This design comes from an exercise in tuning for small area, a short achievable clock period and few clock cycles on the open sky130 flow, not from production work. The RTL was checked by simulation tests, not by an equivalence proof against the original design.

Design bale_decoder, start of the top module:
module bale_decoder (
    input  wire        clk,
    input  wire        rst,
    input  wire        in_valid,
    output wire        in_ready,
    input  wire [7:0]  in_data,
    input  wire        in_last,
    output reg         out_valid,
    input  wire        out_ready,
    output reg  [7:0]  out_data,
    output reg         done,
    output reg         bad,
    output reg         crc_fail,
    output wire [31:0] label
);
    localparam [3:0] S_HDR   = 4'd0,
                     S_TAG   = 4'd1,
                     S_EXT0  = 4'd2,
                     S_EXT1  = 4'd3,
                     S_DATA  = 4'd4,    
                     S_DELTA = 4'd5,
                     S_PAD   = 4'd6,
                     S_TRL   = 4'd7,
                     S_DISC  = 4'd8,    
                     S_FIN   = 4'd9;    
    localparam [9:0] H_HDR   = 10'b0000000001,
                     H_TAG   = 10'b0000000010,
                     H_EXT0  = 10'b0000000100,
                     H_EXT1  = 10'b0000001000,
  ...
For scale: about 1,900 cells after synthesis, ~270 flip-flops, roughly 58 I/O pins.
Settings: LEC_CHECK=0, CAP_MARGIN=20, CORE_MARGIN=2, CORE_UTILIZATION=40, CTS_BUF_LIST=sky130_fd_sc_hd__clkbuf_8, SLEW_MARGIN=20, TNS_END_PERCENT=0; clock period 9.0 ns.
standard.sh (not shown) runs the stock make flow with config.mk's settings and CLKGATE_MAP_FILE= SYNTH_SCRIPT=/design/flow/synth_recipe.tcl, a recipe that flattens the netlist after the stock synthesis.
==> flow/flow/run.sh <==
#!/bin/bash
# The standard layout (standard.sh: standard synthesis through finish),
# with the port buffers that placement inserts on every input and output
# made plain sky130 buf_2 cells instead of the slower delay-buffer cell the
# resizer picks by default, and the setup repair aimed 6 ns above the
# clock period's slack. Make's full output goes to standard.log here; each
# ORFS step also keeps its own log under orfs/logs.
set -euo pipefail
export BUFFER_PORTS_ARGS="-buffer_cell sky130_fd_sc_hd__buf_2"
export SETUP_SLACK_MARGIN=6
bash standard.sh > standard.log 2>&1
Testbench counts at the start, summed over its fixed seeds: cycles 122,630.
==> next run, changes <==
--- a/flow/design.v
+++ b/flow/design.v
@@ -47,19 +47,19 @@
     reg        x64;            
     reg [15:0] trem;           
     reg [1:0]  fidx;           
     reg        tz;             
     reg        dchk;           
     reg [17:0] dx;             
     reg        dxv;
     reg [4:0]  dw;             
     reg [24:0] ib;             
-    reg [4:0]  ibcnt;          
+    reg [4:0]  ipos;           
     reg [5:0]  ib1;            
     reg [6:0]  ib2;            
     reg [35:0] hist;
     reg [4:0]  pend;           
     reg        p_le4;          
     reg        p_z;            
     reg [31:0] crc;
     assign label = label_r;
     reg    vpend;
@@ -102,23 +102,23 @@
     wire        fadd  = dxv && live && (pend <= 5'd7);
     reg         fcomp;
     wire [4:0]  pend_fc = fadd ? pend + 5'd9 : pend;
     integer i;
     reg  [17:0] dmask;
     always @(*) begin
         for (i = 0; i < 18; i = i + 1)
             dmask[i] = (i <= dw);
     end
-    wire [17:0] dlo   = ib[17:0] & dmask;
-    wire        dsign = ib[dw];
+    wire [24:0] iext  = ib >> ipos;    
+    wire [17:0] dlo   = iext[17:0] & dmask;
+    wire        dsign = iext[dw];
     wire [17:0] dxn   = dsign ? (dlo | ~dmask) : dlo;
     wire [17:0] field = hist[17:0] + dx;
-    wire [24:0] ib_sh   = (ib >> dw) >> 1;
     reg accept;
     assign in_ready = accept;
     wire fire = in_valid && accept;
     wire last = fire && in_last;
     wire bz   = (brem == 17'd0);
     wire size_bad = ({1'b0, brem} > ({1'b0, crem | 17'd3} + 18'd1));
     reg  hbad;
     always @(*) begin
         case (hcnt)
@@ -193,51 +193,51 @@
                     fault  = !in_last;
                     fin_ok = in_last;
                 end
             end
             st[S_DISC]: if (last) nstate = H_FIN;
             st[S_FIN]:  if (pend == 5'd0 && !out_valid) nstate = H_HDR;
             default: nstate = H_HDR;
         endcase
     end
-    wire ubad  = dchk && (ib != 25'd0);
+    wire ubad  = dchk && (iext[7:0] != 8'd0);
     reg  dfault_q;
     reg [4:0] pend_n;
     always @(*) begin
         if (st[S_DISC] || st[S_FIN])
             pend_n = (pend_a < 5'd4) ? 5'd0 : pend_a;
         else if (fire && st[S_DATA])
             pend_n = xfer ? pend : pend_up;
         else
             pend_n = xfer ? pend_fc - 5'd4 : pend_fc;
     end
     wire abort = (fault || dfault_q || ubad || (last && !fin_ok)) && !st[S_DISC] && !st[S_FIN];
     wire [9:0] st_n  = abort ? (last ? H_FIN : H_DISC) : (fin_ok ? H_HDR : nstate);
     wire       dxv_n = !live ? 1'b0 : (fcomp ? 1'b1 : (fadd ? 1'b0 : dxv));
     wire       ld    = fire && st[S_DELTA];
     wire [5:0] c1    = fcomp ? ib2[5:0] : ib1;
     wire [5:0] ib1_n = st[S_EXT1] ? {1'b1, ~dw} : (ld ? c1 + 6'd8 : c1);
-    wire [4:0] cs    = fcomp ? ib1[4:0] : ibcnt;
     wire [6:0] c2    = fcomp ? ib2 + {2'b11, ~dw} : ib2;
-    wire [4:0] ibcnt_n = st[S_EXT1] ? 5'd0 : (ld ? cs + 5'd8 : cs);
+    wire [4:0] pw      = fcomp ? ipos + dw + 5'd1 : ipos;
+    wire [4:0] ipos_n  = st[S_EXT1] ? 5'd25 : (ld ? pw - 5'd8 : pw);
     wire [6:0] ib2_n   = st[S_EXT1] ? {1'b1, ~dw, 1'b0} : (ld ? c2 + 7'd8 : c2);
     wire [1:0] fidx_n  = st[S_EXT1] ? 2'd0 : (fcomp ? fidx + 2'd1 : fidx);
     reg        tz_n;
     always @(*) begin
         tz_n = tz;
         if (st[S_TAG] && fire)       tz_n = (in_data[5:0] == 6'd0);
         else if (st[S_EXT0] && fire) tz_n = (in_data == 8'd0);
         else if (st[S_EXT1] && fire) tz_n = (in_data == 8'd0) && (trem[7:0] == 8'd0);
         else if (st[S_DATA] && fire) tz_n = !tz && (trem == 16'd1);
         else if (fcomp && fidx == 2'd3) tz_n = (trem == 16'd1);
     end
     wire flast_n = tz_n && (fidx_n == 2'd3);
-    wire dload_n = ((ibcnt_n[4] == 1'b0) || (ibcnt_n[3:1] == 3'd0)) &&    
+    wire dload_n = (ipos_n >= 5'd8) &&                                    
                    (ib1_n[5] || (ib2_n[6] && !flast_n));
     wire ovalid_n = xfer || (out_valid && !out_ready);
     wire p_le4_n  = (pend_n <= 5'd4);
     wire p_z_n    = (pend_n == 5'd0);
     reg  accept_n;
     always @(*) begin
         case (1'b1)
             st_n[S_HDR], st_n[S_TAG], st_n[S_EXT0], st_n[S_EXT1], st_n[S_PAD], st_n[S_DISC]: accept_n = 1'b1;
             st_n[S_DATA]:  accept_n = p_le4_n && !dxv_n;
@@ -362,27 +362,18 @@
             end
         end
         if (fcomp) begin
             fidx <= fidx + 2'd1;
             if (fidx == 2'd3) begin
                 trem <= trem - 16'd1;
                 tz   <= (trem == 16'd1);
             end
         end
-        if (st[S_EXT1]) begin
-            fidx  <= 2'd0;
-            ib    <= 25'd0;
-            ibcnt <= ibcnt_n;
-            ib1   <= ib1_n;                   
-            ib2   <= ib2_n;                   
-        end else begin : ibupd
-            reg [24:0] is;
-            reg [24:0] ibn;
-            is  = fcomp ? ib_sh : ib;
-            ibn = ld ? (is | ({17'd0, in_data} << cs)) : is;
-            ib    <= ibn;
-            ibcnt <= ibcnt_n;
-            ib1   <= ib1_n;
-            ib2   <= ib2_n;
-        end
+        if (st[S_EXT1])
+            fidx <= 2'd0;
+        if (ld)
+            ib <= {in_data, ib[24:8]};
+        ipos <= ipos_n;
+        ib1  <= ib1_n;
+        ib2  <= ib2_n;
     end
 endmodule
=> Area after synthesis falls by 0.56%; setup slack got worse by 0.13 ns; global-route usage rises by 1.0 points; clock skew rises by 0.021 ns; count of clock-buffer cells in the layout rises by 5.
Testbench counts after the change, summed over its fixed seeds: cycles 122,630.

[port drivers added, routing unchanged]
In the flow no input, the clock included, has a driving cell. The finished layouts below were timed again as built, in two steps. Step 1: set_driving_cell puts a clkbuf_16 on clk and a buf_2 on each other input, an assumption about the parent block. Step 2 times the ports against the registers' clock, not the clock port: input delays grow and output delays shrink by t, the midpoint of the rising clock arrivals with the driver on. a / b / c = ideal ports / drivers / drivers and shift; a / b = the first two.
run	t (ns)	setup slack, ns	worst setup path at the end	cell pins on the clock port's net
the first run	0.671	5.795 / 5.774 / 5.104	input to register	1
the second run	0.671	5.668 / 5.635 / 4.964	input to register	1
After both steps setup and hold are still met in every run listed. For the second run, which loses most, drivers alone change the setup slack by -0.033 ns; drivers and shift together by -0.704 ns.
